Source: an optimization exercise on an open RTL-to-GDS flow (aim: small area and a short achievable clock period). Production flows keep margins and buffers that such runs may drop. Only simulation tests tie the RTL to the original design; equivalence was not proved.

==> flow/design.v (outline; a module is shown in full before it is edited, if it fits) <==
// module gx_cmac: 163 lines
// module cmac_tree: 1655 lines
// module cmac_acc: 484 lines
// module cmac_nar_a: 202 lines
// module cmac_nar_b: 24 lines
// module cmac_pp: 3 lines
// module cmac_pp0: 3 lines
// module cmac_pps: 3 lines
// module cmac_fa: 4 lines
// module cmac_ha: 4 lines
// module cmac_gp: 4 lines
// module cmac_g: 3 lines
module gx_cmac (
    input  wire        clk,
    input  wire        rst,          
    input  wire        in_valid,
    input  wire        in_first,     
    input  wire        in_last,      
    input  wire        in_conj,      
    input  wire        in_sat,       
    input  wire [1:0]  in_mode,      
    input  wire [5:0]  in_shift,     
    input  wire [39:0] in_a,         
    input  wire [39:0] in_c,         
    output reg         out_valid,
    output reg  [19:0] out_re,
    output reg  [19:0] out_im,
    output reg         out_ov        
);
  // ...
==> flow/run.sh <==
#!/bin/bash
# synth_recipe.tcl (not shown) runs the flow's synth.tcl, then flattens the netlist and writes it again
# the make line also repeats each setting of config.mk as NAME=value (left out here)
make -C /OpenROAD-flow-scripts/flow DESIGN_CONFIG=/design/flow/config.mk WORK_HOME=/design/flow/orfs CLKGATE_MAP_FILE= SYNTH_SCRIPT=/design/flow/synth_recipe.tcl finish
==> flow/config.mk <==
export PLATFORM = sky130hd
export DESIGN_NAME = gx_cmac
export DESIGN_NICKNAME = gx_cmac
export VERILOG_FILES = /design/flow/design.v
export SDC_FILE = /design/flow/constraint.sdc
export NUM_CORES = 4
export LEC_CHECK = 0
export CAP_MARGIN = 20
export CORE_MARGIN = 2
export CORE_UTILIZATION = 40
export SLEW_MARGIN = 20
export SYNTH_HIERARCHICAL = 1
==> flow/constraint.sdc <==
create_clock -name core_clock -period 11.0 [get_ports {clk}]
set_input_delay 2.2000 -clock core_clock [delete_from_list [all_inputs] [get_ports {clk}]]
set_output_delay 2.2000 -clock core_clock [all_outputs]
set_load 0.01 [all_outputs]
==> summary.md, run 1 <==
| Metric | Value |
|---|---|
| Count of final hold-check violations | 0 |
| Detailed-router iteration count before antenna repair | 8 |
| Core area | 0.1578 mm^2 |
| Critical Path AT | 5690 ps |
| FILL cells | 15060 |
| Most frequent cells in the layout | 914 x xnor2_1, 808 x fa_1, 762 x a22oi_2, 395 x dfxtp_1, 278 x a21o_1 |
| Worst path depth | 15 |
| Vias per cell | 6.315 |
| Biggest Area Class | multi-input gates |
| Fin. max-slew vios | 0 |
| CLK BUF | 71 |
| Setup Buffers After CTS | 0 |
| Final clock skew | 51.87 ps |
| Min-Delay Path Class | flop to flop |
| Clk sink count | 494 |
| Post-Syn Area | 0.06342 mm^2 |
| Die Ht | 402.2 um |
| Multi-input gate area in the final layout | 0.05083 mm^2 |
| Sequential cell area share | between 10% and 20% |
| Gpl congestion | 0.9140 |
| Crit path required time | 11620 ps |
| Critical-path maximum fanout | a little under 50 |
| Worst setup EP type | flop |
| Row count | 146 |
| Commonest non-fill, non-tap cell in the layout | xnor2_1 |
| Max Cap Violations | 0 |
| Hold Path Origin | s1_shift[3] |
| TritonCTS clock tree | done |
| Total gr overflow | 0 |
| Mapped Cells | 5622 |
| Critical Path Most Common Cell | a21o_1 |
| Status | timing/DRC/antenna clean |
| Final worst-path cycle share | 46.12% |
| Layout inverter count without the clock tree | ~160 |
| Clock Tree Root | clkbuf_16 |
==> run 2: changes to the inputs <==
==> flow/flow/run.sh (new file) <==
#!/bin/bash
# Layout: standard synthesis; every combinational cell set to drive strength 1; then the
# standard ORFS layout with timing repair aimed below the clock period (SETUP_SLACK_MARGIN).
set -euo pipefail
MARGIN=$(cat flow/margin.txt)
RES=orfs/results/$FLOW_PLATFORM/gx_cmac/base
bash standard.sh "$PWD/$RES/1_2_yosys.v" > synth.log 2>&1
python3 flow/downsize.py "$RES/1_2_yosys.v" "$FLOW_HOME/platforms/$FLOW_PLATFORM/lib/sky130_fd_sc_hd__tt_025C_1v80.lib" > downsize.log 2>&1
bash standard.sh SETUP_SLACK_MARGIN=$MARGIN finish > layout.log 2>&1
==> flow/flow/downsize.py (new file) <==
#!/usr/bin/env python3
"""Set every combinational cell of a synthesized netlist to its drive-strength-1 variant
(same function and pins); flip-flops are left as they are. Timing repair later sizes
cells up again where the layout needs it."""
import re, sys

net, lib = sys.argv[1], sys.argv[2]
names = set(re.findall(r'cell\s*\(\s*"?(sky130_fd_sc_hd__\w+)"?\s*\)', open(lib).read()))
keep = ('df', 'dl', 'sdf', 'edf', 'conb', 'clk', 'tap', 'fill', 'decap', 'diode')
src = open(net).read()
count = {}

def sub(m):
    cell = m.group(1)
    base, size = m.group(2), m.group(3)
    if size == '1' or base.startswith(keep):
        return m.group(0)
    small = f"sky130_fd_sc_hd__{base}_1"
    if small not in names:
        return m.group(0)
    count[cell] = count.get(cell, 0) + 1
    return m.group(0).replace(cell, small, 1)

out = re.sub(r'(?m)^(\s*)(?=sky130)', r'\1', src)
out = re.sub(r'(sky130_fd_sc_hd__([a-z0-9]+(?:_[a-z0-9]+)*?)_(\d+))(?=\s+\S+\s*\()', sub, src)
open(net, 'w').write(out)
for k, v in sorted(count.items()):
    print(f"{k}: {v}")
print("resized", sum(count.values()))
==> flow/flow/margin.txt (new file) <==
6.5
==> flow/standard.sh (new file) <==
#!/bin/bash
# synth_recipe.tcl (not shown) runs the flow's synth.tcl, then flattens the netlist and writes it again
# the make line also repeats each setting of config.mk as NAME=value (left out here)
make -C /OpenROAD-flow-scripts/flow DESIGN_CONFIG=/design/flow/config.mk WORK_HOME=/design/flow/orfs CLKGATE_MAP_FILE= SYNTH_SCRIPT=/design/flow/synth_recipe.tcl "${@:-finish}"
removed: flow/run.sh
==> run 2 against run 1 <==
  * Global-route usage rose by 1.6 points
  * Non-clock buffer count shrank 2
  * Core utilization increased by 1.0 points
  * Die area fell by 8.0%
  * Cell count shrank 2.0%
  * Sequential share of layout area increased by 0.82 points
  * Via count is 0.68% higher
  * Worst hold slack about the same
  * Routed wire length decreased by 3.0%
  * First-iteration DRC count grew 15%
  * Critical endpoint is now cs_im2[22]
  * Highest routed layer unchanged
==> summary.md, run 2 <==
| Metric | Value |
|---|---|
| Post-Syn Area | 0.05827 mm^2 (was 0.06342 mm^2) |
| Mapped Cells | 5622 (unchanged) |
| Buf+Inv Stages, Crit Path | 1 (was 2) |
| Row count | 140 (was 146) |
| Crit path kind | flop to flop (unchanged) |
| Fin area | 0.06457 mm^2 (was 0.06854 mm^2) |
| Relative slew slack | 35.51% (was 23.76%) |
| GR peak layer | met2 (unchanged) |
| Crit path max-delay family | adder cells (was compound AO/OA/AOI/OAI gates) |
| Final clock skew | 59.38 ps (was 51.87 ps) |
| Die Ht | 385.7 um (was 402.2 um) |
| Total gr overflow | 0 (unchanged) |
| Gpl congestion | 0.9148 (was 0.9140) |
| Final wirelength | 225.7 mm (was 232.6 mm) |
| Count of final hold-check violations | 0 (unchanged) |
| Starting Density | 40.13% (was 40.18%) |
| Max stage delay on crit path | 530 ps (was 710 ps) |
| Num CTS Buffers | 58 (was 59) |
| Final non-filler cell total | 7593 (was 7751) |
| Avg Inst Size Synth | 10.36 um^2 (was 11.28 um^2) |
| Ports | 137 (unchanged) |
| Status | timing/DRC/antenna clean (unchanged) |
| Synth Warn # | 8 (unchanged) |
| Post-route ant nets | 0 (unchanged) |
| Fin. max-slew vios | 0 (unchanged) |
| Die Area | 0.1487 mm^2 (was 0.1617 mm^2) |
| Post-Syn Nets | 6691 (unchanged) |
| Clock Tree Root | clkbuf_16 (unchanged) |
| Average wire per standard cell | 29.73 um (was 30.01 um) |
| Share of cells above drive strength 1 | 4.989% (was 25.22%) |
| Slowest CP cell | fa_1 (was dfxtp_4) |
| Initial antenna violation count | 13 (was 12) |
| Cell breakdown of the critical path | buf_8, a22oi_1, xnor2_1, fa_1, fa_1, fa_1, fa_1, fa_1, fa_1, fa_1 (was buf_4, nor2b_1, fa_1, ha_1, and2_1, a21o_1, a21o_1, a21o_1, a21o_1, a21o_1, a21o_1, xor2_2, nand3_2, buf_4, o211ai_1) |
| GR Layer Usage met3 | 8.859% (was 6.605%) |
| Commonest non-fill, non-tap cell in the layout | xnor2_1 (unchanged) |
| Crit path required time | 11570 ps (was 11620 ps) |
| Initial drt markers | 6735 (was 5856) |
| Vias per cell | 6.490 (was 6.315) |
| Die X | 385.7 um (was 402.2 um) |
| Startpoint Class | flop (unchanged) |
| Worst Tran Pin Value | 967.3 ps (was 1144 ps) |
| # H-tree levels | 2 (unchanged) |
| First-pass GRT wire length | 333.0 mm (was 343.0 mm) |
| Total Routing Usage GR | 29.79% (was 28.19%) |
| Number of buffers added on ports | 136 (unchanged) |
| Most frequent cells in the layout | 913 x xnor2_1, 808 x fa_1, 796 x a22oi_1, 451 x dfxtp_1, 278 x a21o_1 (was 914 x xnor2_1, 808 x fa_1, 762 x a22oi_2, 395 x dfxtp_1, 278 x a21o_1) |
| TNS Setup | 0 ps (unchanged) |
| RSZ-0062 raised after global routing | yes (was no) |
| Routed via count | 49280 (was 48940) |
| Critical Path Most Common Cell | fa_1 (was a21o_1) |
| Worst-path clk slew | 60 ps (about the same) |
| Worst setup EP type | flop (unchanged) |
| Layout area overhead | 10.81% (was 8.077%) |
| Met2 Use GR | 45.38% (was 42.58%) |
| Final worst-path cycle share | 40.81% (was 46.12%) |
| Met1 usage in global routing | 38.42% (was 38.23%) |
| Top flop regs | acc_im: 48 flops, acc_re: 48 flops (unchanged) |
| DP Area | 0.06183 mm^2 (was 0.06638 mm^2) |
| Residual DRC count | 0 (unchanged) |
| Detailed-router iteration count before antenna repair | 9 (was 8) |
| Final setup violating endpoints | 0 (unchanged) |
| Placed cells | 7478 (was 7639) |
| Vias in the first global route | 51820 (was 51540) |
| Clock Latency Late Sink | 710 ps (about the same) |
| Max Cap Violations | 0 (unchanged) |
| Min-Delay Path Class | flop to flop (unchanged) |
| Critical-path maximum fanout | 40 (was 49) |
| Largest net degree at the start of global routing | 78 (was 79) |
| Fin crit period | 4489 ps (was 5074 ps) |
| Clk sink count | 494 (unchanged) |
| Core area | 0.1452 mm^2 (was 0.1578 mm^2) |
| CTS Hold Bufs | 0 (unchanged) |
| Clk buf depth | 3 (unchanged) |
| Critical Path AT | 5060 ps (was 5690 ps) |
| TritonCTS clock tree | done (unchanged) |
| Detail Placement HPWL | 142.7 mm (was 149.4 mm) |
| Fin nets | 6697 (was 6698) |
| Max Clock Freq | 0.2227 GHz (was 0.1971 GHz) |
run 2: worst paths after layout:
check	slack, ps	startpoint	endpoint	cells past startpoint
worst max-delay path	6510	a_im[17]	cs_im2[22]	10
worst max register to register	6510	a_im[17]	cs_im2[22]	10
worst min-delay path	330	s1_shift[5]	s2_shift[5]	0
worst min register to register	330	s1_shift[5]	s2_shift[5]	0
run 2: metrics by stage:
stage | setup WS (ps) | hold WS [ps] | utilization, %
after CTS | 6502 | 327.1 | 44.25
after global placement | 5821 | 309.7 | 42.58
after detailed placement | 5727 | 312.0 | 42.58
after floorplan | 6461 | 309.6 | -
final | 6511 | 325.4 | 44.46
after global routing | 6481 | 335.1 | 44.46
run 2: per-layer routing:
layer,up-vias,share of wire (%)
met5,-,0.033
met4,10,5.5
met3,882,12
met2,3755,43
met1,24480,39
li1,20150,-
run 2: timing repair:
action	in CTS	in global routing
buffers inserted	3	2
endpoints found under the setup margin	153	126
cloned	1	1
resized for setup	70	96
pin swaps	1	1
run 2: area by class of cell:
class | count | area [um^2]
Clock buffer | 68 | 1520
Tap cell | 1917 | 2399
Timing Repair Buffer | 267 | 2854
Fill cell | 13650 | 80650
Antenna cell | 3 | 7.507
Multi-Input combinational cell | 4649 | 46690
Inverter | 158 | 593.1
Clock inverter | 37 | 528.0
Sequential cell | 494 | 9978
==> module gx_cmac, before the edit <==
module gx_cmac (
    input  wire        clk,
    input  wire        rst,          
    input  wire        in_valid,
    input  wire        in_first,     
    input  wire        in_last,      
    input  wire        in_conj,      
    input  wire        in_sat,       
    input  wire [1:0]  in_mode,      
    input  wire [5:0]  in_shift,     
    input  wire [39:0] in_a,         
    input  wire [39:0] in_c,         
    output reg         out_valid,
    output reg  [19:0] out_re,
    output reg  [19:0] out_im,
    output reg         out_ov        
);
    wire [19:0] cr_v = in_valid ? in_c[19:0]  : 20'd0;
    wire [19:0] ci_v = in_valid ? in_c[39:20] : 20'd0;
    wire [20:0] cre_x = {cr_v, 1'b0};
    wire [20:0] cim_x = {ci_v, 1'b0};
    wire [9:0]  e_br_one, e_br_two, e_bi_one, e_bi_two;
    genvar g;
    generate
        for (g = 0; g < 10; g = g + 1) begin : booth
            assign e_br_one[g] = cre_x[2*g+1] ^ cre_x[2*g];
            assign e_br_two[g] = (cre_x[2*g+2] & ~cre_x[2*g+1] & ~cre_x[2*g]) |
                                 (~cre_x[2*g+2] & cre_x[2*g+1] & cre_x[2*g]);
            assign e_bi_one[g] = cim_x[2*g+1] ^ cim_x[2*g];
            assign e_bi_two[g] = (cim_x[2*g+2] & ~cim_x[2*g+1] & ~cim_x[2*g]) |
                                 (~cim_x[2*g+2] & cim_x[2*g+1] & cim_x[2*g]);
        end
    endgenerate
    reg        s0_vlast, s0_first, s0_sat;
    reg [1:0]  s0_mode;
    reg [5:0]  s0_shift;
    reg [19:0] a_re, a_im;
    reg [9:0]  br_one, br_two, br_neg, bi_one, bi_two, ni_re, ni_im;
    always @(posedge clk) begin
        if (rst)
            s0_vlast <= 1'b0;
        else
            s0_vlast <= in_valid & in_last;
        s0_first <= in_valid & in_first;
        s0_sat   <= in_sat;
        s0_mode  <= in_mode;
        s0_shift <= in_shift;
        a_re     <= in_a[19:0];
        a_im     <= in_a[39:20];
        br_one   <= e_br_one;
        br_two   <= e_br_two;
        br_neg   <= {cr_v[19], cr_v[17], cr_v[15], cr_v[13], cr_v[11], cr_v[9], cr_v[7], cr_v[5], cr_v[3], cr_v[1]};
        bi_one   <= e_bi_one;
        bi_two   <= e_bi_two;
        ni_re    <= {ci_v[19], ci_v[17], ci_v[15], ci_v[13], ci_v[11], ci_v[9], ci_v[7], ci_v[5], ci_v[3], ci_v[1]} ^ {10{~in_conj}};
        ni_im    <= {ci_v[19], ci_v[17], ci_v[15], ci_v[13], ci_v[11], ci_v[9], ci_v[7], ci_v[5], ci_v[3], ci_v[1]} ^ {10{in_conj}};
    end
    wire [48:0] t_re1, t_re2, t_im1, t_im2;
    cmac_tree u_tree_re (.m0(a_re), .m1(a_im), .p_one(br_one), .p_two(br_two), .p_neg(br_neg),
                         .q_one(bi_one), .q_two(bi_two), .q_neg(ni_re), .r1(t_re1), .r2(t_re2));
    cmac_tree u_tree_im (.m0(a_im), .m1(a_re), .p_one(br_one), .p_two(br_two), .p_neg(br_neg),
                         .q_one(bi_one), .q_two(bi_two), .q_neg(ni_im), .r1(t_im1), .r2(t_im2));
    reg [39:0] cs_re1;
    always @(posedge clk) begin
        cs_re1[39:0] <= t_re1[39:0];
    end
    reg [39:0] cs_re2;
    always @(posedge clk) begin
        cs_re2[39:0] <= t_re2[39:0];
    end
    reg [39:0] cs_im1;
    always @(posedge clk) begin
        cs_im1[39:0] <= t_im1[39:0];
    end
    reg [39:0] cs_im2;
    always @(posedge clk) begin
        cs_im2[39:0] <= t_im2[39:0];
    end
    wire [48:0] r_re1 = {1'b1, 1'b1, 1'b1, 1'b1, 1'b1, 1'b1, 1'b1, 1'b1, 1'b1, cs_re1[39], cs_re1[38], cs_re1[37], cs_re1[36], cs_re1[35], cs_re1[34], cs_re1[33], cs_re1[32], cs_re1[31], cs_re1[30], cs_re1[29], cs_re1[28], cs_re1[27], cs_re1[26], cs_re1[25], cs_re1[24], cs_re1[23], cs_re1[22], cs_re1[21], cs_re1[20], cs_re1[19], cs_re1[18], cs_re1[17], cs_re1[16], cs_re1[15], cs_re1[14], cs_re1[13], cs_re1[12], cs_re1[11], cs_re1[10], cs_re1[9], cs_re1[8], cs_re1[7], cs_re1[6], cs_re1[5], cs_re1[4], cs_re1[3], cs_re1[2], cs_re1[1], cs_re1[0]};
    wire [48:0] r_re2 = {1'b0, 1'b0, 1'b0, 1'b0, 1'b0, 1'b0, 1'b0, 1'b0, 1'b0, cs_re2[39], cs_re2[38], cs_re2[37], cs_re2[36], cs_re2[35], cs_re2[34], cs_re2[33], cs_re2[32], cs_re2[31], cs_re2[30], cs_re2[29], cs_re2[28], cs_re2[27], cs_re2[26], cs_re2[25], cs_re2[24], cs_re2[23], cs_re2[22], cs_re2[21], cs_re2[20], cs_re2[19], cs_re2[18], cs_re2[17], cs_re2[16], cs_re2[15], cs_re2[14], cs_re2[13], cs_re2[12], cs_re2[11], cs_re2[10], cs_re2[9], cs_re2[8], cs_re2[7], cs_re2[6], cs_re2[5], cs_re2[4], cs_re2[3], cs_re2[2], cs_re2[1], cs_re2[0]};
    wire [48:0] r_im1 = {1'b1, 1'b1, 1'b1, 1'b1, 1'b1, 1'b1, 1'b1, 1'b1, 1'b1, cs_im1[39], cs_im1[38], cs_im1[37], cs_im1[36], cs_im1[35], cs_im1[34], cs_im1[33], cs_im1[32], cs_im1[31], cs_im1[30], cs_im1[29], cs_im1[28], cs_im1[27], cs_im1[26], cs_im1[25], cs_im1[24], cs_im1[23], cs_im1[22], cs_im1[21], cs_im1[20], cs_im1[19], cs_im1[18], cs_im1[17], cs_im1[16], cs_im1[15], cs_im1[14], cs_im1[13], cs_im1[12], cs_im1[11], cs_im1[10], cs_im1[9], cs_im1[8], cs_im1[7], cs_im1[6], cs_im1[5], cs_im1[4], cs_im1[3], cs_im1[2], cs_im1[1], cs_im1[0]};
    wire [48:0] r_im2 = {1'b0, 1'b0, 1'b0, 1'b0, 1'b0, 1'b0, 1'b0, 1'b0, 1'b0, cs_im2[39], cs_im2[38], cs_im2[37], cs_im2[36], cs_im2[35], cs_im2[34], cs_im2[33], cs_im2[32], cs_im2[31], cs_im2[30], cs_im2[29], cs_im2[28], cs_im2[27], cs_im2[26], cs_im2[25], cs_im2[24], cs_im2[23], cs_im2[22], cs_im2[21], cs_im2[20], cs_im2[19], cs_im2[18], cs_im2[17], cs_im2[16], cs_im2[15], cs_im2[14], cs_im2[13], cs_im2[12], cs_im2[11], cs_im2[10], cs_im2[9], cs_im2[8], cs_im2[7], cs_im2[6], cs_im2[5], cs_im2[4], cs_im2[3], cs_im2[2], cs_im2[1], cs_im2[0]};
    reg        s1_vlast, s1_first, s1_sat;
    reg [1:0]  s1_mode;
    reg [5:0]  s1_shift;
    always @(posedge clk) begin
        if (rst)
            s1_vlast <= 1'b0;
        else
            s1_vlast <= s0_vlast;
        s1_first <= s0_first;
        s1_sat   <= s0_sat;
        s1_mode  <= s0_mode;
        s1_shift <= s0_shift;
    end
    reg  [47:0] acc_re, acc_im;
    reg         acc_ov;
    wire [48:0] sum_re, sum_im;      
    cmac_acc u_acc_re (.acc(acc_re), .first(s1_first), .r1(r_re1), .r2(r_re2), .sat(s1_sat), .sum(sum_re));
    cmac_acc u_acc_im (.acc(acc_im), .first(s1_first), .r1(r_im1), .r2(r_im2), .sat(s1_sat), .sum(sum_im));
    reg        s2_vlast, s2_sat;
    reg [1:0]  s2_mode;
    reg [5:0]  s2_shift;
    always @(posedge clk) begin
        if (rst)
            s2_vlast <= 1'b0;
        else
            s2_vlast <= s1_vlast;
        acc_re   <= sum_re[47:0];
        acc_im   <= sum_im[47:0];
        acc_ov   <= (s1_first ? 1'b0 : acc_ov) | sum_re[48] | sum_im[48];
        s2_sat   <= s1_sat;
        s2_mode  <= s1_mode;
        s2_shift <= s1_shift;
    end
    wire [47:0] th;
    generate
        for (g = 0; g < 48; g = g + 1) begin : therm
            assign th[g] = (s2_shift > g);
        end
    endgenerate
    wire [19:0] h_q_re, h_q_im;
    wire        h_rb_re, h_rb_im, h_st_re, h_st_im, h_fit_re, h_fit_im;
    cmac_nar_a u_na_re (.x(acc_re), .s(s2_shift), .th(th), .q(h_q_re), .rb(h_rb_re), .st(h_st_re), .fits(h_fit_re));
    cmac_nar_a u_na_im (.x(acc_im), .s(s2_shift), .th(th), .q(h_q_im), .rb(h_rb_im), .st(h_st_im), .fits(h_fit_im));
    reg        s3_vlast, s3_sat, s3_ov;
    reg [1:0]  s3_mode;
    reg [19:0] n_q_re, n_q_im;
    reg        n_rb_re, n_rb_im, n_st_re, n_st_im, n_fit_re, n_fit_im, n_sg_re, n_sg_im;
    always @(posedge clk) begin
        if (rst)
            s3_vlast <= 1'b0;
        else
            s3_vlast <= s2_vlast;
        s3_sat   <= s2_sat;
        s3_mode  <= s2_mode;
        s3_ov    <= acc_ov;
        n_q_re   <= h_q_re;
        n_q_im   <= h_q_im;
        n_rb_re  <= h_rb_re;
        n_rb_im  <= h_rb_im;
        n_st_re  <= h_st_re;
        n_st_im  <= h_st_im;
        n_fit_re <= h_fit_re;
        n_fit_im <= h_fit_im;
        n_sg_re  <= acc_re[47];
        n_sg_im  <= acc_im[47];
    end
    wire [20:0] n_re, n_im;          
    cmac_nar_b u_nb_re (.q(n_q_re), .rb(n_rb_re), .st(n_st_re), .fits(n_fit_re), .sg(n_sg_re),
                        .mode(s3_mode), .sat(s3_sat), .n(n_re));
    cmac_nar_b u_nb_im (.q(n_q_im), .rb(n_rb_im), .st(n_st_im), .fits(n_fit_im), .sg(n_sg_im),
                        .mode(s3_mode), .sat(s3_sat), .n(n_im));
    always @(posedge clk) begin
        if (rst)
            out_valid <= 1'b0;
        else
            out_valid <= s3_vlast;
        out_re <= n_re[19:0];
        out_im <= n_im[19:0];
        out_ov <= s3_ov | n_re[20] | n_im[20];
    end
endmodule
==> module cmac_acc, before the edit <==
module cmac_acc (
    input  wire [47:0] acc,
    input  wire        first,
    input  wire [48:0] r1,
    input  wire [48:0] r2,
    input  wire        sat,
    output wire [48:0] sum        
);
    wire [48:0] b = first ? 49'd0 : {acc[47], acc};
    wire as1221, ac1222;
    cmac_fa u_as1221 (.a(r1[0]), .b(r2[0]), .c(b[0]), .s(as1221), .co(ac1222));
    wire as1223, ac1224;
    cmac_fa u_as1223 (.a(r1[1]), .b(r2[1]), .c(b[1]), .s(as1223), .co(ac1224));
    wire as1225, ac1226;
    cmac_fa u_as1225 (.a(r1[2]), .b(r2[2]), .c(b[2]), .s(as1225), .co(ac1226));
    wire as1227, ac1228;
    cmac_fa u_as1227 (.a(r1[3]), .b(r2[3]), .c(b[3]), .s(as1227), .co(ac1228));
    wire as1229, ac1230;
    cmac_fa u_as1229 (.a(r1[4]), .b(r2[4]), .c(b[4]), .s(as1229), .co(ac1230));
    wire as1231, ac1232;
    cmac_fa u_as1231 (.a(r1[5]), .b(r2[5]), .c(b[5]), .s(as1231), .co(ac1232));
    wire as1233, ac1234;
    cmac_fa u_as1233 (.a(r1[6]), .b(r2[6]), .c(b[6]), .s(as1233), .co(ac1234));
    wire as1235, ac1236;
    cmac_fa u_as1235 (.a(r1[7]), .b(r2[7]), .c(b[7]), .s(as1235), .co(ac1236));
    wire as1237, ac1238;
    cmac_fa u_as1237 (.a(r1[8]), .b(r2[8]), .c(b[8]), .s(as1237), .co(ac1238));
    wire as1239, ac1240;
    cmac_fa u_as1239 (.a(r1[9]), .b(r2[9]), .c(b[9]), .s(as1239), .co(ac1240));
    wire as1241, ac1242;
    cmac_fa u_as1241 (.a(r1[10]), .b(r2[10]), .c(b[10]), .s(as1241), .co(ac1242));
    wire as1243, ac1244;
    cmac_fa u_as1243 (.a(r1[11]), .b(r2[11]), .c(b[11]), .s(as1243), .co(ac1244));
    wire as1245, ac1246;
    cmac_fa u_as1245 (.a(r1[12]), .b(r2[12]), .c(b[12]), .s(as1245), .co(ac1246));
    wire as1247, ac1248;
    cmac_fa u_as1247 (.a(r1[13]), .b(r2[13]), .c(b[13]), .s(as1247), .co(ac1248));
    wire as1249, ac1250;
    cmac_fa u_as1249 (.a(r1[14]), .b(r2[14]), .c(b[14]), .s(as1249), .co(ac1250));
    wire as1251, ac1252;
    cmac_fa u_as1251 (.a(r1[15]), .b(r2[15]), .c(b[15]), .s(as1251), .co(ac1252));
    wire as1253, ac1254;
    cmac_fa u_as1253 (.a(r1[16]), .b(r2[16]), .c(b[16]), .s(as1253), .co(ac1254));
    wire as1255, ac1256;
    cmac_fa u_as1255 (.a(r1[17]), .b(r2[17]), .c(b[17]), .s(as1255), .co(ac1256));
    wire as1257, ac1258;
    cmac_fa u_as1257 (.a(r1[18]), .b(r2[18]), .c(b[18]), .s(as1257), .co(ac1258));
    wire as1259, ac1260;
    cmac_fa u_as1259 (.a(r1[19]), .b(r2[19]), .c(b[19]), .s(as1259), .co(ac1260));
    wire as1261, ac1262;
    cmac_fa u_as1261 (.a(r1[20]), .b(r2[20]), .c(b[20]), .s(as1261), .co(ac1262));
    wire as1263, ac1264;
    cmac_fa u_as1263 (.a(r1[21]), .b(r2[21]), .c(b[21]), .s(as1263), .co(ac1264));
    wire as1265, ac1266;
    cmac_fa u_as1265 (.a(r1[22]), .b(r2[22]), .c(b[22]), .s(as1265), .co(ac1266));
    wire as1267, ac1268;
    cmac_fa u_as1267 (.a(r1[23]), .b(r2[23]), .c(b[23]), .s(as1267), .co(ac1268));
    wire as1269, ac1270;
    cmac_fa u_as1269 (.a(r1[24]), .b(r2[24]), .c(b[24]), .s(as1269), .co(ac1270));
    wire as1271, ac1272;
    cmac_fa u_as1271 (.a(r1[25]), .b(r2[25]), .c(b[25]), .s(as1271), .co(ac1272));
    wire as1273, ac1274;
    cmac_fa u_as1273 (.a(r1[26]), .b(r2[26]), .c(b[26]), .s(as1273), .co(ac1274));
    wire as1275, ac1276;
    cmac_fa u_as1275 (.a(r1[27]), .b(r2[27]), .c(b[27]), .s(as1275), .co(ac1276));
    wire as1277, ac1278;
    cmac_fa u_as1277 (.a(r1[28]), .b(r2[28]), .c(b[28]), .s(as1277), .co(ac1278));
    wire as1279, ac1280;
    cmac_fa u_as1279 (.a(r1[29]), .b(r2[29]), .c(b[29]), .s(as1279), .co(ac1280));
    wire as1281, ac1282;
    cmac_fa u_as1281 (.a(r1[30]), .b(r2[30]), .c(b[30]), .s(as1281), .co(ac1282));
    wire as1283, ac1284;
    cmac_fa u_as1283 (.a(r1[31]), .b(r2[31]), .c(b[31]), .s(as1283), .co(ac1284));
    wire as1285, ac1286;
    cmac_fa u_as1285 (.a(r1[32]), .b(r2[32]), .c(b[32]), .s(as1285), .co(ac1286));
    wire as1287, ac1288;
    cmac_fa u_as1287 (.a(r1[33]), .b(r2[33]), .c(b[33]), .s(as1287), .co(ac1288));
    wire as1289, ac1290;
    cmac_fa u_as1289 (.a(r1[34]), .b(r2[34]), .c(b[34]), .s(as1289), .co(ac1290));
    wire as1291, ac1292;
    cmac_fa u_as1291 (.a(r1[35]), .b(r2[35]), .c(b[35]), .s(as1291), .co(ac1292));
    wire as1293, ac1294;
    cmac_fa u_as1293 (.a(r1[36]), .b(r2[36]), .c(b[36]), .s(as1293), .co(ac1294));
    wire as1295, ac1296;
    cmac_fa u_as1295 (.a(r1[37]), .b(r2[37]), .c(b[37]), .s(as1295), .co(ac1296));
    wire as1297, ac1298;
    cmac_fa u_as1297 (.a(r1[38]), .b(r2[38]), .c(b[38]), .s(as1297), .co(ac1298));
    wire as1299, ac1300;
    cmac_fa u_as1299 (.a(r1[39]), .b(r2[39]), .c(b[39]), .s(as1299), .co(ac1300));
    wire as1301 = ~b[40];
    wire ac1302 = b[40];
    wire as1303 = ~b[41];
    wire ac1304 = b[41];
    wire as1305 = ~b[42];
    wire ac1306 = b[42];
    wire as1307 = ~b[43];
    wire ac1308 = b[43];
    wire as1309 = ~b[44];
    wire ac1310 = b[44];
    wire as1311 = ~b[45];
    wire ac1312 = b[45];
    wire as1313 = ~b[46];
    wire ac1314 = b[46];
    wire as1315 = ~b[47];
    wire ac1316 = b[47];
    wire as1317 = ~b[48];
    wire ac1318 = b[48];
    wire g1319, p1368;
    cmac_ha u_p1368 (.a(as1221), .b(1'b0), .s(p1368), .co(g1319));
    wire g1320, p1369;
    cmac_ha u_p1369 (.a(as1223), .b(ac1222), .s(p1369), .co(g1320));
    wire g1321, p1370;
    cmac_ha u_p1370 (.a(as1225), .b(ac1224), .s(p1370), .co(g1321));
    wire g1322, p1371;
    cmac_ha u_p1371 (.a(as1227), .b(ac1226), .s(p1371), .co(g1322));
    wire g1323, p1372;
    cmac_ha u_p1372 (.a(as1229), .b(ac1228), .s(p1372), .co(g1323));
    wire g1324, p1373;
    cmac_ha u_p1373 (.a(as1231), .b(ac1230), .s(p1373), .co(g1324));
    wire g1325, p1374;
    cmac_ha u_p1374 (.a(as1233), .b(ac1232), .s(p1374), .co(g1325));
    wire g1326, p1375;
    cmac_ha u_p1375 (.a(as1235), .b(ac1234), .s(p1375), .co(g1326));
    wire g1327, p1376;
    cmac_ha u_p1376 (.a(as1237), .b(ac1236), .s(p1376), .co(g1327));
    wire g1328, p1377;
    cmac_ha u_p1377 (.a(as1239), .b(ac1238), .s(p1377), .co(g1328));
    wire g1329, p1378;
    cmac_ha u_p1378 (.a(as1241), .b(ac1240), .s(p1378), .co(g1329));
    wire g1330, p1379;
    cmac_ha u_p1379 (.a(as1243), .b(ac1242), .s(p1379), .co(g1330));
    wire g1331, p1380;
    cmac_ha u_p1380 (.a(as1245), .b(ac1244), .s(p1380), .co(g1331));
    wire g1332, p1381;
    cmac_ha u_p1381 (.a(as1247), .b(ac1246), .s(p1381), .co(g1332));
    wire g1333, p1382;
    cmac_ha u_p1382 (.a(as1249), .b(ac1248), .s(p1382), .co(g1333));
    wire g1334, p1383;
    cmac_ha u_p1383 (.a(as1251), .b(ac1250), .s(p1383), .co(g1334));
    wire g1335, p1384;
    cmac_ha u_p1384 (.a(as1253), .b(ac1252), .s(p1384), .co(g1335));
    wire g1336, p1385;
    cmac_ha u_p1385 (.a(as1255), .b(ac1254), .s(p1385), .co(g1336));
    wire g1337, p1386;
    cmac_ha u_p1386 (.a(as1257), .b(ac1256), .s(p1386), .co(g1337));
    wire g1338, p1387;
    cmac_ha u_p1387 (.a(as1259), .b(ac1258), .s(p1387), .co(g1338));
    wire g1339, p1388;
    cmac_ha u_p1388 (.a(as1261), .b(ac1260), .s(p1388), .co(g1339));
    wire g1340, p1389;
    cmac_ha u_p1389 (.a(as1263), .b(ac1262), .s(p1389), .co(g1340));
    wire g1341, p1390;
    cmac_ha u_p1390 (.a(as1265), .b(ac1264), .s(p1390), .co(g1341));
    wire g1342, p1391;
    cmac_ha u_p1391 (.a(as1267), .b(ac1266), .s(p1391), .co(g1342));
    wire g1343, p1392;
    cmac_ha u_p1392 (.a(as1269), .b(ac1268), .s(p1392), .co(g1343));
    wire g1344, p1393;
    cmac_ha u_p1393 (.a(as1271), .b(ac1270), .s(p1393), .co(g1344));
    wire g1345, p1394;
    cmac_ha u_p1394 (.a(as1273), .b(ac1272), .s(p1394), .co(g1345));
    wire g1346, p1395;
    cmac_ha u_p1395 (.a(as1275), .b(ac1274), .s(p1395), .co(g1346));
    wire g1347, p1396;
    cmac_ha u_p1396 (.a(as1277), .b(ac1276), .s(p1396), .co(g1347));
    wire g1348, p1397;
    cmac_ha u_p1397 (.a(as1279), .b(ac1278), .s(p1397), .co(g1348));
    wire g1349, p1398;
    cmac_ha u_p1398 (.a(as1281), .b(ac1280), .s(p1398), .co(g1349));
    wire g1350, p1399;
    cmac_ha u_p1399 (.a(as1283), .b(ac1282), .s(p1399), .co(g1350));
    wire g1351, p1400;
    cmac_ha u_p1400 (.a(as1285), .b(ac1284), .s(p1400), .co(g1351));
    wire g1352, p1401;
    cmac_ha u_p1401 (.a(as1287), .b(ac1286), .s(p1401), .co(g1352));
    wire g1353, p1402;
    cmac_ha u_p1402 (.a(as1289), .b(ac1288), .s(p1402), .co(g1353));
    wire g1354, p1403;
    cmac_ha u_p1403 (.a(as1291), .b(ac1290), .s(p1403), .co(g1354));
    wire g1355, p1404;
    cmac_ha u_p1404 (.a(as1293), .b(ac1292), .s(p1404), .co(g1355));
    wire g1356, p1405;
    cmac_ha u_p1405 (.a(as1295), .b(ac1294), .s(p1405), .co(g1356));
    wire g1357, p1406;
    cmac_ha u_p1406 (.a(as1297), .b(ac1296), .s(p1406), .co(g1357));
    wire g1358, p1407;
    cmac_ha u_p1407 (.a(as1299), .b(ac1298), .s(p1407), .co(g1358));
    wire g1359, p1408;
    cmac_ha u_p1408 (.a(as1301), .b(ac1300), .s(p1408), .co(g1359));
    wire g1360, p1409;
    cmac_ha u_p1409 (.a(as1303), .b(ac1302), .s(p1409), .co(g1360));
    wire g1361, p1410;
    cmac_ha u_p1410 (.a(as1305), .b(ac1304), .s(p1410), .co(g1361));
    wire g1362, p1411;
    cmac_ha u_p1411 (.a(as1307), .b(ac1306), .s(p1411), .co(g1362));
    wire g1363, p1412;
    cmac_ha u_p1412 (.a(as1309), .b(ac1308), .s(p1412), .co(g1363));
    wire g1364, p1413;
    cmac_ha u_p1413 (.a(as1311), .b(ac1310), .s(p1413), .co(g1364));
    wire g1365, p1414;
    cmac_ha u_p1414 (.a(as1313), .b(ac1312), .s(p1414), .co(g1365));
    wire g1366, p1415;
    cmac_ha u_p1415 (.a(as1315), .b(ac1314), .s(p1415), .co(g1366));
    wire g1367, p1416;
    cmac_ha u_p1416 (.a(as1317), .b(ac1316), .s(p1416), .co(g1367));
    wire G1417;
    cmac_g u_G1417 (.g1(g1320), .p1(p1369), .g0(g1319), .g(G1417));
    wire G1418, P1419;
    cmac_gp u_G1418 (.g1(g1322), .p1(p1371), .g0(g1321), .p0(p1370), .g(G1418), .p(P1419));
    wire G1420, P1421;
    cmac_gp u_G1420 (.g1(g1324), .p1(p1373), .g0(g1323), .p0(p1372), .g(G1420), .p(P1421));
    wire G1422, P1423;
    cmac_gp u_G1422 (.g1(g1326), .p1(p1375), .g0(g1325), .p0(p1374), .g(G1422), .p(P1423));
    wire G1424, P1425;
    cmac_gp u_G1424 (.g1(g1328), .p1(p1377), .g0(g1327), .p0(p1376), .g(G1424), .p(P1425));
    wire G1426, P1427;
    cmac_gp u_G1426 (.g1(g1330), .p1(p1379), .g0(g1329), .p0(p1378), .g(G1426), .p(P1427));
    wire G1428, P1429;
    cmac_gp u_G1428 (.g1(g1332), .p1(p1381), .g0(g1331), .p0(p1380), .g(G1428), .p(P1429));
    wire G1430, P1431;
    cmac_gp u_G1430 (.g1(g1334), .p1(p1383), .g0(g1333), .p0(p1382), .g(G1430), .p(P1431));
    wire G1432, P1433;
    cmac_gp u_G1432 (.g1(g1336), .p1(p1385), .g0(g1335), .p0(p1384), .g(G1432), .p(P1433));
    wire G1434, P1435;
    cmac_gp u_G1434 (.g1(g1338), .p1(p1387), .g0(g1337), .p0(p1386), .g(G1434), .p(P1435));
    wire G1436, P1437;
    cmac_gp u_G1436 (.g1(g1340), .p1(p1389), .g0(g1339), .p0(p1388), .g(G1436), .p(P1437));
    wire G1438, P1439;
    cmac_gp u_G1438 (.g1(g1342), .p1(p1391), .g0(g1341), .p0(p1390), .g(G1438), .p(P1439));
    wire G1440, P1441;
    cmac_gp u_G1440 (.g1(g1344), .p1(p1393), .g0(g1343), .p0(p1392), .g(G1440), .p(P1441));
    wire G1442, P1443;
    cmac_gp u_G1442 (.g1(g1346), .p1(p1395), .g0(g1345), .p0(p1394), .g(G1442), .p(P1443));
    wire G1444, P1445;
    cmac_gp u_G1444 (.g1(g1348), .p1(p1397), .g0(g1347), .p0(p1396), .g(G1444), .p(P1445));
    wire G1446, P1447;
    cmac_gp u_G1446 (.g1(g1350), .p1(p1399), .g0(g1349), .p0(p1398), .g(G1446), .p(P1447));
    wire G1448, P1449;
    cmac_gp u_G1448 (.g1(g1352), .p1(p1401), .g0(g1351), .p0(p1400), .g(G1448), .p(P1449));
    wire G1450, P1451;
    cmac_gp u_G1450 (.g1(g1354), .p1(p1403), .g0(g1353), .p0(p1402), .g(G1450), .p(P1451));
    wire G1452, P1453;
    cmac_gp u_G1452 (.g1(g1356), .p1(p1405), .g0(g1355), .p0(p1404), .g(G1452), .p(P1453));
    wire G1454, P1455;
    cmac_gp u_G1454 (.g1(g1358), .p1(p1407), .g0(g1357), .p0(p1406), .g(G1454), .p(P1455));
    wire G1456, P1457;
    cmac_gp u_G1456 (.g1(g1360), .p1(p1409), .g0(g1359), .p0(p1408), .g(G1456), .p(P1457));
    wire G1458, P1459;
    cmac_gp u_G1458 (.g1(g1362), .p1(p1411), .g0(g1361), .p0(p1410), .g(G1458), .p(P1459));
    wire G1460, P1461;
    cmac_gp u_G1460 (.g1(g1364), .p1(p1413), .g0(g1363), .p0(p1412), .g(G1460), .p(P1461));
    wire G1462, P1463;
    cmac_gp u_G1462 (.g1(g1366), .p1(p1415), .g0(g1365), .p0(p1414), .g(G1462), .p(P1463));
    wire G1464, P1465;
    cmac_gp u_G1464 (.g1(G1462), .p1(P1463), .g0(G1460), .p0(P1461), .g(G1464), .p(P1465));
    wire G1466, P1467;
    cmac_gp u_G1466 (.g1(G1460), .p1(P1461), .g0(G1458), .p0(P1459), .g(G1466), .p(P1467));
    wire G1468, P1469;
    cmac_gp u_G1468 (.g1(G1458), .p1(P1459), .g0(G1456), .p0(P1457), .g(G1468), .p(P1469));
    wire G1470, P1471;
    cmac_gp u_G1470 (.g1(G1456), .p1(P1457), .g0(G1454), .p0(P1455), .g(G1470), .p(P1471));
    wire G1472, P1473;
    cmac_gp u_G1472 (.g1(G1454), .p1(P1455), .g0(G1452), .p0(P1453), .g(G1472), .p(P1473));
    wire G1474, P1475;
    cmac_gp u_G1474 (.g1(G1452), .p1(P1453), .g0(G1450), .p0(P1451), .g(G1474), .p(P1475));
    wire G1476, P1477;
    cmac_gp u_G1476 (.g1(G1450), .p1(P1451), .g0(G1448), .p0(P1449), .g(G1476), .p(P1477));
    wire G1478, P1479;
    cmac_gp u_G1478 (.g1(G1448), .p1(P1449), .g0(G1446), .p0(P1447), .g(G1478), .p(P1479));
    wire G1480, P1481;
    cmac_gp u_G1480 (.g1(G1446), .p1(P1447), .g0(G1444), .p0(P1445), .g(G1480), .p(P1481));
    wire G1482, P1483;
    cmac_gp u_G1482 (.g1(G1444), .p1(P1445), .g0(G1442), .p0(P1443), .g(G1482), .p(P1483));
    wire G1484, P1485;
    cmac_gp u_G1484 (.g1(G1442), .p1(P1443), .g0(G1440), .p0(P1441), .g(G1484), .p(P1485));
    wire G1486, P1487;
    cmac_gp u_G1486 (.g1(G1440), .p1(P1441), .g0(G1438), .p0(P1439), .g(G1486), .p(P1487));
    wire G1488, P1489;
    cmac_gp u_G1488 (.g1(G1438), .p1(P1439), .g0(G1436), .p0(P1437), .g(G1488), .p(P1489));
    wire G1490, P1491;
    cmac_gp u_G1490 (.g1(G1436), .p1(P1437), .g0(G1434), .p0(P1435), .g(G1490), .p(P1491));
    wire G1492, P1493;
    cmac_gp u_G1492 (.g1(G1434), .p1(P1435), .g0(G1432), .p0(P1433), .g(G1492), .p(P1493));
    wire G1494, P1495;
    cmac_gp u_G1494 (.g1(G1432), .p1(P1433), .g0(G1430), .p0(P1431), .g(G1494), .p(P1495));
    wire G1496, P1497;
    cmac_gp u_G1496 (.g1(G1430), .p1(P1431), .g0(G1428), .p0(P1429), .g(G1496), .p(P1497));
    wire G1498, P1499;
    cmac_gp u_G1498 (.g1(G1428), .p1(P1429), .g0(G1426), .p0(P1427), .g(G1498), .p(P1499));
    wire G1500, P1501;
    cmac_gp u_G1500 (.g1(G1426), .p1(P1427), .g0(G1424), .p0(P1425), .g(G1500), .p(P1501));
    wire G1502, P1503;
    cmac_gp u_G1502 (.g1(G1424), .p1(P1425), .g0(G1422), .p0(P1423), .g(G1502), .p(P1503));
    wire G1504, P1505;
    cmac_gp u_G1504 (.g1(G1422), .p1(P1423), .g0(G1420), .p0(P1421), .g(G1504), .p(P1505));
    wire G1506, P1507;
    cmac_gp u_G1506 (.g1(G1420), .p1(P1421), .g0(G1418), .p0(P1419), .g(G1506), .p(P1507));
    wire G1508;
    cmac_g u_G1508 (.g1(G1418), .p1(P1419), .g0(G1417), .g(G1508));
    wire G1509, P1510;
    cmac_gp u_G1509 (.g1(G1464), .p1(P1465), .g0(G1468), .p0(P1469), .g(G1509), .p(P1510));
    wire G1511, P1512;
    cmac_gp u_G1511 (.g1(G1466), .p1(P1467), .g0(G1470), .p0(P1471), .g(G1511), .p(P1512));
    wire G1513, P1514;
    cmac_gp u_G1513 (.g1(G1468), .p1(P1469), .g0(G1472), .p0(P1473), .g(G1513), .p(P1514));
    wire G1515, P1516;
    cmac_gp u_G1515 (.g1(G1470), .p1(P1471), .g0(G1474), .p0(P1475), .g(G1515), .p(P1516));
    wire G1517, P1518;
    cmac_gp u_G1517 (.g1(G1472), .p1(P1473), .g0(G1476), .p0(P1477), .g(G1517), .p(P1518));
    wire G1519, P1520;
    cmac_gp u_G1519 (.g1(G1474), .p1(P1475), .g0(G1478), .p0(P1479), .g(G1519), .p(P1520));
    wire G1521, P1522;
    cmac_gp u_G1521 (.g1(G1476), .p1(P1477), .g0(G1480), .p0(P1481), .g(G1521), .p(P1522));
    wire G1523, P1524;
    cmac_gp u_G1523 (.g1(G1478), .p1(P1479), .g0(G1482), .p0(P1483), .g(G1523), .p(P1524));
    wire G1525, P1526;
    cmac_gp u_G1525 (.g1(G1480), .p1(P1481), .g0(G1484), .p0(P1485), .g(G1525), .p(P1526));
    wire G1527, P1528;
    cmac_gp u_G1527 (.g1(G1482), .p1(P1483), .g0(G1486), .p0(P1487), .g(G1527), .p(P1528));
    wire G1529, P1530;
    cmac_gp u_G1529 (.g1(G1484), .p1(P1485), .g0(G1488), .p0(P1489), .g(G1529), .p(P1530));
    wire G1531, P1532;
    cmac_gp u_G1531 (.g1(G1486), .p1(P1487), .g0(G1490), .p0(P1491), .g(G1531), .p(P1532));
    wire G1533, P1534;
    cmac_gp u_G1533 (.g1(G1488), .p1(P1489), .g0(G1492), .p0(P1493), .g(G1533), .p(P1534));
    wire G1535, P1536;
    cmac_gp u_G1535 (.g1(G1490), .p1(P1491), .g0(G1494), .p0(P1495), .g(G1535), .p(P1536));
    wire G1537, P1538;
    cmac_gp u_G1537 (.g1(G1492), .p1(P1493), .g0(G1496), .p0(P1497), .g(G1537), .p(P1538));
    wire G1539, P1540;
    cmac_gp u_G1539 (.g1(G1494), .p1(P1495), .g0(G1498), .p0(P1499), .g(G1539), .p(P1540));
    wire G1541, P1542;
    cmac_gp u_G1541 (.g1(G1496), .p1(P1497), .g0(G1500), .p0(P1501), .g(G1541), .p(P1542));
    wire G1543, P1544;
    cmac_gp u_G1543 (.g1(G1498), .p1(P1499), .g0(G1502), .p0(P1503), .g(G1543), .p(P1544));
    wire G1545, P1546;
    cmac_gp u_G1545 (.g1(G1500), .p1(P1501), .g0(G1504), .p0(P1505), .g(G1545), .p(P1546));
    wire G1547, P1548;
    cmac_gp u_G1547 (.g1(G1502), .p1(P1503), .g0(G1506), .p0(P1507), .g(G1547), .p(P1548));
    wire G1549;
    cmac_g u_G1549 (.g1(G1504), .p1(P1505), .g0(G1508), .g(G1549));
    wire G1550;
    cmac_g u_G1550 (.g1(G1506), .p1(P1507), .g0(G1417), .g(G1550));
    wire G1551, P1552;
    cmac_gp u_G1551 (.g1(G1509), .p1(P1510), .g0(G1517), .p0(P1518), .g(G1551), .p(P1552));
    wire G1553, P1554;
    cmac_gp u_G1553 (.g1(G1511), .p1(P1512), .g0(G1519), .p0(P1520), .g(G1553), .p(P1554));
    wire G1555, P1556;
    cmac_gp u_G1555 (.g1(G1513), .p1(P1514), .g0(G1521), .p0(P1522), .g(G1555), .p(P1556));
    wire G1557, P1558;
    cmac_gp u_G1557 (.g1(G1515), .p1(P1516), .g0(G1523), .p0(P1524), .g(G1557), .p(P1558));
    wire G1559, P1560;
    cmac_gp u_G1559 (.g1(G1517), .p1(P1518), .g0(G1525), .p0(P1526), .g(G1559), .p(P1560));
    wire G1561, P1562;
    cmac_gp u_G1561 (.g1(G1519), .p1(P1520), .g0(G1527), .p0(P1528), .g(G1561), .p(P1562));
    wire G1563, P1564;
    cmac_gp u_G1563 (.g1(G1521), .p1(P1522), .g0(G1529), .p0(P1530), .g(G1563), .p(P1564));
    wire G1565, P1566;
    cmac_gp u_G1565 (.g1(G1523), .p1(P1524), .g0(G1531), .p0(P1532), .g(G1565), .p(P1566));
    wire G1567, P1568;
    cmac_gp u_G1567 (.g1(G1525), .p1(P1526), .g0(G1533), .p0(P1534), .g(G1567), .p(P1568));
    wire G1569, P1570;
    cmac_gp u_G1569 (.g1(G1527), .p1(P1528), .g0(G1535), .p0(P1536), .g(G1569), .p(P1570));
    wire G1571, P1572;
    cmac_gp u_G1571 (.g1(G1529), .p1(P1530), .g0(G1537), .p0(P1538), .g(G1571), .p(P1572));
    wire G1573, P1574;
    cmac_gp u_G1573 (.g1(G1531), .p1(P1532), .g0(G1539), .p0(P1540), .g(G1573), .p(P1574));
    wire G1575, P1576;
    cmac_gp u_G1575 (.g1(G1533), .p1(P1534), .g0(G1541), .p0(P1542), .g(G1575), .p(P1576));
    wire G1577, P1578;
    cmac_gp u_G1577 (.g1(G1535), .p1(P1536), .g0(G1543), .p0(P1544), .g(G1577), .p(P1578));
    wire G1579, P1580;
    cmac_gp u_G1579 (.g1(G1537), .p1(P1538), .g0(G1545), .p0(P1546), .g(G1579), .p(P1580));
    wire G1581, P1582;
    cmac_gp u_G1581 (.g1(G1539), .p1(P1540), .g0(G1547), .p0(P1548), .g(G1581), .p(P1582));
    wire G1583;
    cmac_g u_G1583 (.g1(G1541), .p1(P1542), .g0(G1549), .g(G1583));
    wire G1584;
    cmac_g u_G1584 (.g1(G1543), .p1(P1544), .g0(G1550), .g(G1584));
    wire G1585;
    cmac_g u_G1585 (.g1(G1545), .p1(P1546), .g0(G1508), .g(G1585));
    wire G1586;
    cmac_g u_G1586 (.g1(G1547), .p1(P1548), .g0(G1417), .g(G1586));
    wire G1587, P1588;
    cmac_gp u_G1587 (.g1(G1551), .p1(P1552), .g0(G1567), .p0(P1568), .g(G1587), .p(P1588));
    wire G1589, P1590;
    cmac_gp u_G1589 (.g1(G1553), .p1(P1554), .g0(G1569), .p0(P1570), .g(G1589), .p(P1590));
    wire G1591, P1592;
    cmac_gp u_G1591 (.g1(G1555), .p1(P1556), .g0(G1571), .p0(P1572), .g(G1591), .p(P1592));
    wire G1593, P1594;
    cmac_gp u_G1593 (.g1(G1557), .p1(P1558), .g0(G1573), .p0(P1574), .g(G1593), .p(P1594));
    wire G1595, P1596;
    cmac_gp u_G1595 (.g1(G1559), .p1(P1560), .g0(G1575), .p0(P1576), .g(G1595), .p(P1596));
    wire G1597, P1598;
    cmac_gp u_G1597 (.g1(G1561), .p1(P1562), .g0(G1577), .p0(P1578), .g(G1597), .p(P1598));
    wire G1599, P1600;
    cmac_gp u_G1599 (.g1(G1563), .p1(P1564), .g0(G1579), .p0(P1580), .g(G1599), .p(P1600));
    wire G1601, P1602;
    cmac_gp u_G1601 (.g1(G1565), .p1(P1566), .g0(G1581), .p0(P1582), .g(G1601), .p(P1602));
    wire G1603;
    cmac_g u_G1603 (.g1(G1567), .p1(P1568), .g0(G1583), .g(G1603));
    wire G1604;
    cmac_g u_G1604 (.g1(G1569), .p1(P1570), .g0(G1584), .g(G1604));
    wire G1605;
    cmac_g u_G1605 (.g1(G1571), .p1(P1572), .g0(G1585), .g(G1605));
    wire G1606;
    cmac_g u_G1606 (.g1(G1573), .p1(P1574), .g0(G1586), .g(G1606));
    wire G1607;
    cmac_g u_G1607 (.g1(G1575), .p1(P1576), .g0(G1549), .g(G1607));
    wire G1608;
    cmac_g u_G1608 (.g1(G1577), .p1(P1578), .g0(G1550), .g(G1608));
    wire G1609;
    cmac_g u_G1609 (.g1(G1579), .p1(P1580), .g0(G1508), .g(G1609));
    wire G1610;
    cmac_g u_G1610 (.g1(G1581), .p1(P1582), .g0(G1417), .g(G1610));
    wire G1611;
    cmac_g u_G1611 (.g1(G1587), .p1(P1588), .g0(G1583), .g(G1611));
    wire G1612;
    cmac_g u_G1612 (.g1(G1589), .p1(P1590), .g0(G1584), .g(G1612));
    wire G1613;
    cmac_g u_G1613 (.g1(G1591), .p1(P1592), .g0(G1585), .g(G1613));
    wire G1614;
    cmac_g u_G1614 (.g1(G1593), .p1(P1594), .g0(G1586), .g(G1614));
    wire G1615;
    cmac_g u_G1615 (.g1(G1595), .p1(P1596), .g0(G1549), .g(G1615));
    wire G1616;
    cmac_g u_G1616 (.g1(G1597), .p1(P1598), .g0(G1550), .g(G1616));
    wire G1617;
    cmac_g u_G1617 (.g1(G1599), .p1(P1600), .g0(G1508), .g(G1617));
    wire G1618;
    cmac_g u_G1618 (.g1(G1601), .p1(P1602), .g0(G1417), .g(G1618));
    wire G1619;
    cmac_g u_G1619 (.g1(g1321), .p1(p1370), .g0(G1417), .g(G1619));
    wire G1620;
    cmac_g u_G1620 (.g1(g1323), .p1(p1372), .g0(G1508), .g(G1620));
    wire G1621;
    cmac_g u_G1621 (.g1(g1325), .p1(p1374), .g0(G1550), .g(G1621));
    wire G1622;
    cmac_g u_G1622 (.g1(g1327), .p1(p1376), .g0(G1549), .g(G1622));
    wire G1623;
    cmac_g u_G1623 (.g1(g1329), .p1(p1378), .g0(G1586), .g(G1623));
    wire G1624;
    cmac_g u_G1624 (.g1(g1331), .p1(p1380), .g0(G1585), .g(G1624));
    wire G1625;
    cmac_g u_G1625 (.g1(g1333), .p1(p1382), .g0(G1584), .g(G1625));
    wire G1626;
    cmac_g u_G1626 (.g1(g1335), .p1(p1384), .g0(G1583), .g(G1626));
    wire G1627;
    cmac_g u_G1627 (.g1(g1337), .p1(p1386), .g0(G1610), .g(G1627));
    wire G1628;
    cmac_g u_G1628 (.g1(g1339), .p1(p1388), .g0(G1609), .g(G1628));
    wire G1629;
    cmac_g u_G1629 (.g1(g1341), .p1(p1390), .g0(G1608), .g(G1629));
    wire G1630;
    cmac_g u_G1630 (.g1(g1343), .p1(p1392), .g0(G1607), .g(G1630));
    wire G1631;
    cmac_g u_G1631 (.g1(g1345), .p1(p1394), .g0(G1606), .g(G1631));
    wire G1632;
    cmac_g u_G1632 (.g1(g1347), .p1(p1396), .g0(G1605), .g(G1632));
    wire G1633;
    cmac_g u_G1633 (.g1(g1349), .p1(p1398), .g0(G1604), .g(G1633));
    wire G1634;
    cmac_g u_G1634 (.g1(g1351), .p1(p1400), .g0(G1603), .g(G1634));
    wire G1635;
    cmac_g u_G1635 (.g1(g1353), .p1(p1402), .g0(G1618), .g(G1635));
    wire G1636;
    cmac_g u_G1636 (.g1(g1355), .p1(p1404), .g0(G1617), .g(G1636));
    wire G1637;
    cmac_g u_G1637 (.g1(g1357), .p1(p1406), .g0(G1616), .g(G1637));
    wire G1638;
    cmac_g u_G1638 (.g1(g1359), .p1(p1408), .g0(G1615), .g(G1638));
    wire G1639;
    cmac_g u_G1639 (.g1(g1361), .p1(p1410), .g0(G1614), .g(G1639));
    wire G1640;
    cmac_g u_G1640 (.g1(g1363), .p1(p1412), .g0(G1613), .g(G1640));
    wire G1641;
    cmac_g u_G1641 (.g1(g1365), .p1(p1414), .g0(G1612), .g(G1641));
    wire G1642;
    cmac_g u_G1642 (.g1(g1367), .p1(p1416), .g0(G1611), .g(G1642));
    wire [48:0] x = {(p1416 ^ G1611), (p1415 ^ G1641), (p1414 ^ G1612), (p1413 ^ G1640), (p1412 ^ G1613), (p1411 ^ G1639), (p1410 ^ G1614), (p1409 ^ G1638), (p1408 ^ G1615), (p1407 ^ G1637), (p1406 ^ G1616), (p1405 ^ G1636), (p1404 ^ G1617), (p1403 ^ G1635), (p1402 ^ G1618), (p1401 ^ G1634), (p1400 ^ G1603), (p1399 ^ G1633), (p1398 ^ G1604), (p1397 ^ G1632), (p1396 ^ G1605), (p1395 ^ G1631), (p1394 ^ G1606), (p1393 ^ G1630), (p1392 ^ G1607), (p1391 ^ G1629), (p1390 ^ G1608), (p1389 ^ G1628), (p1388 ^ G1609), (p1387 ^ G1627), (p1386 ^ G1610), (p1385 ^ G1626), (p1384 ^ G1583), (p1383 ^ G1625), (p1382 ^ G1584), (p1381 ^ G1624), (p1380 ^ G1585), (p1379 ^ G1623), (p1378 ^ G1586), (p1377 ^ G1622), (p1376 ^ G1549), (p1375 ^ G1621), (p1374 ^ G1550), (p1373 ^ G1620), (p1372 ^ G1508), (p1371 ^ G1619), (p1370 ^ G1417), (p1369 ^ g1319), p1368};
    wire ovf = x[48] ^ x[47];
    assign sum[48]   = ovf;
    assign sum[47:0] = (ovf & sat) ? {x[48], {47{~x[48]}}} : x[47:0];
endmodule
==> run 3: changes to the inputs <==
--- a/flow/design.v
+++ b/flow/design.v
@@ -93,11 +93,17 @@
         s1_mode  <= s0_mode;
         s1_shift <= s0_shift;
     end
-    reg  [47:0] acc_re, acc_im;
+    reg  [47:0] acc_raw_re, acc_raw_im;
+    reg         ovs_re, ovs_im, sg_re, sg_im;
     reg         acc_ov;
     wire [48:0] sum_re, sum_im;      
-    cmac_acc u_acc_re (.acc(acc_re), .first(s1_first), .r1(r_re1), .r2(r_re2), .sat(s1_sat), .sum(sum_re));
-    cmac_acc u_acc_im (.acc(acc_im), .first(s1_first), .r1(r_im1), .r2(r_im2), .sat(s1_sat), .sum(sum_im));
+    wire        sgn_re, sgn_im;      
+    wire [47:0] acc_re = ovs_re ? {sg_re, {47{~sg_re}}} : acc_raw_re;
+    wire [47:0] acc_im = ovs_im ? {sg_im, {47{~sg_im}}} : acc_raw_im;
+    cmac_acc u_acc_re (.acc(acc_raw_re), .ovs(ovs_re), .sg(sg_re), .first(s1_first), .r1(r_re1), .r2(r_re2),
+                       .sum(sum_re), .sgn(sgn_re));
+    cmac_acc u_acc_im (.acc(acc_raw_im), .ovs(ovs_im), .sg(sg_im), .first(s1_first), .r1(r_im1), .r2(r_im2),
+                       .sum(sum_im), .sgn(sgn_im));
     reg        s2_vlast, s2_sat;
     reg [1:0]  s2_mode;
     reg [5:0]  s2_shift;
@@ -106,9 +112,13 @@
             s2_vlast <= 1'b0;
         else
             s2_vlast <= s1_vlast;
-        acc_re   <= sum_re[47:0];
-        acc_im   <= sum_im[47:0];
-        acc_ov   <= (s1_first ? 1'b0 : acc_ov) | sum_re[48] | sum_im[48];
+        acc_raw_re <= sum_re[47:0];
+        acc_raw_im <= sum_im[47:0];
+        ovs_re     <= sum_re[48] & s1_sat;
+        ovs_im     <= sum_im[48] & s1_sat;
+        sg_re      <= sgn_re;
+        sg_im      <= sgn_im;
+        acc_ov     <= (s1_first ? 1'b0 : acc_ov) | sum_re[48] | sum_im[48];
         s2_sat   <= s1_sat;
         s2_mode  <= s1_mode;
         s2_shift <= s1_shift;
@@ -1818,13 +1828,16 @@
 endmodule
 module cmac_acc (
     input  wire [47:0] acc,
+    input  wire        ovs,
+    input  wire        sg,
     input  wire        first,
     input  wire [48:0] r1,
     input  wire [48:0] r2,
-    input  wire        sat,
-    output wire [48:0] sum        
+    output wire [48:0] sum,
+    output wire        sgn
 );
-    wire [48:0] b = first ? 49'd0 : {acc[47], acc};
+    wire [47:0] eff = ovs ? {sg, {47{~sg}}} : acc;
+    wire [48:0] b = first ? 49'd0 : {eff[47], eff};
     wire as1221, ac1222;
     cmac_fa u_as1221 (.a(r1[0]), .b(r2[0]), .c(b[0]), .s(as1221), .co(ac1222));
     wire as1223, ac1224;
@@ -2296,9 +2309,9 @@
     wire G1642;
     cmac_g u_G1642 (.g1(g1367), .p1(p1416), .g0(G1611), .g(G1642));
     wire [48:0] x = {(p1416 ^ G1611), (p1415 ^ G1641), (p1414 ^ G1612), (p1413 ^ G1640), (p1412 ^ G1613), (p1411 ^ G1639), (p1410 ^ G1614), (p1409 ^ G1638), (p1408 ^ G1615), (p1407 ^ G1637), (p1406 ^ G1616), (p1405 ^ G1636), (p1404 ^ G1617), (p1403 ^ G1635), (p1402 ^ G1618), (p1401 ^ G1634), (p1400 ^ G1603), (p1399 ^ G1633), (p1398 ^ G1604), (p1397 ^ G1632), (p1396 ^ G1605), (p1395 ^ G1631), (p1394 ^ G1606), (p1393 ^ G1630), (p1392 ^ G1607), (p1391 ^ G1629), (p1390 ^ G1608), (p1389 ^ G1628), (p1388 ^ G1609), (p1387 ^ G1627), (p1386 ^ G1610), (p1385 ^ G1626), (p1384 ^ G1583), (p1383 ^ G1625), (p1382 ^ G1584), (p1381 ^ G1624), (p1380 ^ G1585), (p1379 ^ G1623), (p1378 ^ G1586), (p1377 ^ G1622), (p1376 ^ G1549), (p1375 ^ G1621), (p1374 ^ G1550), (p1373 ^ G1620), (p1372 ^ G1508), (p1371 ^ G1619), (p1370 ^ G1417), (p1369 ^ g1319), p1368};
-    wire ovf = x[48] ^ x[47];
-    assign sum[48]   = ovf;
-    assign sum[47:0] = (ovf & sat) ? {x[48], {47{~x[48]}}} : x[47:0];
+    assign sum[48]   = x[48] ^ x[47];
+    assign sum[47:0] = x[47:0];
+    assign sgn       = x[48];
 endmodule
 module cmac_nar_a (
     input  wire [47:0] x,
==> run 3 against run 2 <==
  * Synthesized cell count increased by 1.3%
  * Clock-buffer cell count increased by 1
  * Setup slack improved by 13 ps
  * Highest routed layer unchanged
  * Area after synthesis rose by 0.30%
  * Maximum frequency increased by 0.29%
  * Cell count grew 0.80%
==> summary.md, run 3 <==
| Metric | Value |
|---|---|
| Clk sink count | 498 (was 494) |
| TritonCTS clock tree | done (unchanged) |
| Relative slew slack | 25.03% (was 35.51%) |
| Number of buffers added on ports | 136 (unchanged) |
| Synth Warn # | 8 (unchanged) |
| Core area | 0.1454 mm^2 (was 0.1452 mm^2) |
| RSZ-0062 raised after global routing | no (was yes) |
| Commonest non-fill, non-tap cell in the layout | xnor2_1 (unchanged) |
| Fin crit period | 4476 ps (was 4489 ps) |
| Detailed-router iteration count before antenna repair | 8 (was 9) |
| Initial drt markers | 6909 (was 6735) |
| Post-Syn Nets | 6764 (was 6691) |
| Status | timing/DRC/antenna clean (unchanged) |
| Fin. max-slew vios | 0 (unchanged) |
| TNS Setup | 0 ps (unchanged) |
| Hold path cells | 0 (unchanged) |
| RR Startpoint | bi_two[5] (was a_im[17]) |
| First-pass GRT wire length | 328.0 mm (was 333.0 mm) |
| Avg Inst Size Synth | 10.26 um^2 (was 10.36 um^2) |
| Share of cells above drive strength 1 | 4.759% (was 4.989%) |
| Average wire per standard cell | 29.00 um (was 29.73 um) |
| Antenna cells | 0 (was 3) |
| Worst Tran Pin Value | 1121 ps (was 967.3 ps) |
| Vias per cell | 6.470 (was 6.490) |
| Gpl congestion | 0.9265 (was 0.9148) |
| Row count | 140 (unchanged) |
| R2R setup slack | 6520 ps (was 6510 ps) |
| Worst R2R Path Depth | 9 (was 10) |
| Num CTS Buffers | 56 (was 58) |
| Die X | 386.3 um (was 385.7 um) |
| Total Routing Usage GR | 29.15% (was 29.79%) |
| Critical Path AT | 5040 ps (was 5060 ps) |
| Residual DRC count | 0 (unchanged) |
| Count of final hold-check violations | 0 (unchanged) |
| Final worst-path cycle share | 40.69% (was 40.81%) |
| CP startpoint | bi_two[5] (was a_im[17]) |
| Crit path required time | 11560 ps (was 11570 ps) |
| Detail Placement HPWL | 141.4 mm (was 142.7 mm) |
| Starting Density | 40.20% (was 40.13%) |
| Mapped Cells | 5695 (was 5622) |
| Clk buf depth | 3 (unchanged) |
| Post-Syn Area | 0.05845 mm^2 (was 0.05827 mm^2) |
| Final wirelength | 222.0 mm (was 225.7 mm) |
| Min-Delay Path Class | flop to flop (unchanged) |
| Reg2reg end | cs_re2[24] (was cs_im2[22]) |
| Largest net degree at the start of global routing | 103 (was 78) |
## run 3: worst min-delay path by stage
stage / slack [ps] / endpoint / from
after floorplan: 310 / s1_first / s0_first
after global placement: 310 / s3_sat / s2_sat
after detailed placement: 310 / s3_sat / s2_sat
after CTS: 320 / s2_shift[1] / s1_shift[1]
after global routing: 330 / s2_shift[1] / s1_shift[1]
final: 320 / s2_shift[1] / s1_shift[1]
## run 3: layout make-up
class | instances | area (um^2)
Sequential cell | 498 | 10030
Timing Repair Buffer | 273 | 2761
Clock buffer | 69 | 1533
Multi-Input combinational cell | 4670 | 46510
Clock inverter | 36 | 518.0
Fill cell | 13920 | 80920
Tap cell | 1917 | 2399
Inverter | 191 | 716.9
## run 3: worst max-delay path, cell delays in order (launching register included)
cell	delay (ps)
dfxtp_1	310
buf_4	670
a22oi_1	200
xnor2_1	200
fa_1	520
fa_1	470
fa_1	570
fa_1	450
fa_1	530
fa_1	410
## run 3: metrics by stage
step | setup slack [ps] | util [%] | cells | hold slack (ps)
floorplan | 6461 | - | 5695 | 309.6
detailed placement | 6213 | 42.64 | 7545 | 312.1
global placement | 6248 | 42.64 | 7545 | 310.9
CTS | 6505 | 44.14 | 7651 | 321.8
finish | 6524 | 44.35 | 7654 | 318.5
global route | 6503 | 44.35 | 7654 | 327.6
## run 3: timing repair
item	4_1_cts	5_1_grt
gates resized for setup	29	73
hold buffers	0	0
cloned	0	1
buffers inserted	1	1
endpoints found under the setup margin	42	45
## run 3: layer usage
layer	global-route usage [%]	routed length, um
met1	38.91	88610
met2	43.90	94530
met3	8.040	26840
met4	13.15	11960
met5	0	26

## re-timing with driven ports
The results above use ideal ports. As a check the final layouts listed here were re-extracted and re-timed, cells and wires unchanged. Step 1, drivers: a clkbuf_16 drives clk and a buf_2 each remaining input, both assumed. Step 2 moves the port delays by t, midway between the first and last clock arrival at a register: inputs arrive t later, outputs are due t later. That takes back most of the time a late clock gives input paths. a / b / c = no drivers / after step 1 / after step 2; a / b = the first two.
run | t, ns | setup slack, ns | worst setup path after step 2 | slew at the worst register clock pin (ns)
run 1 | 0.770 | 5.926 / 5.926 / 5.926 | register to register | 0.08 / 0.08
run 2 | 0.754 | 6.511 / 6.511 / 6.511 | register to register | 0.07 / 0.07
run 3 | 0.762 | 6.524 / 6.524 / 6.524 | register to register | 0.08 / 0.08
After both steps every run listed still meets setup and hold.
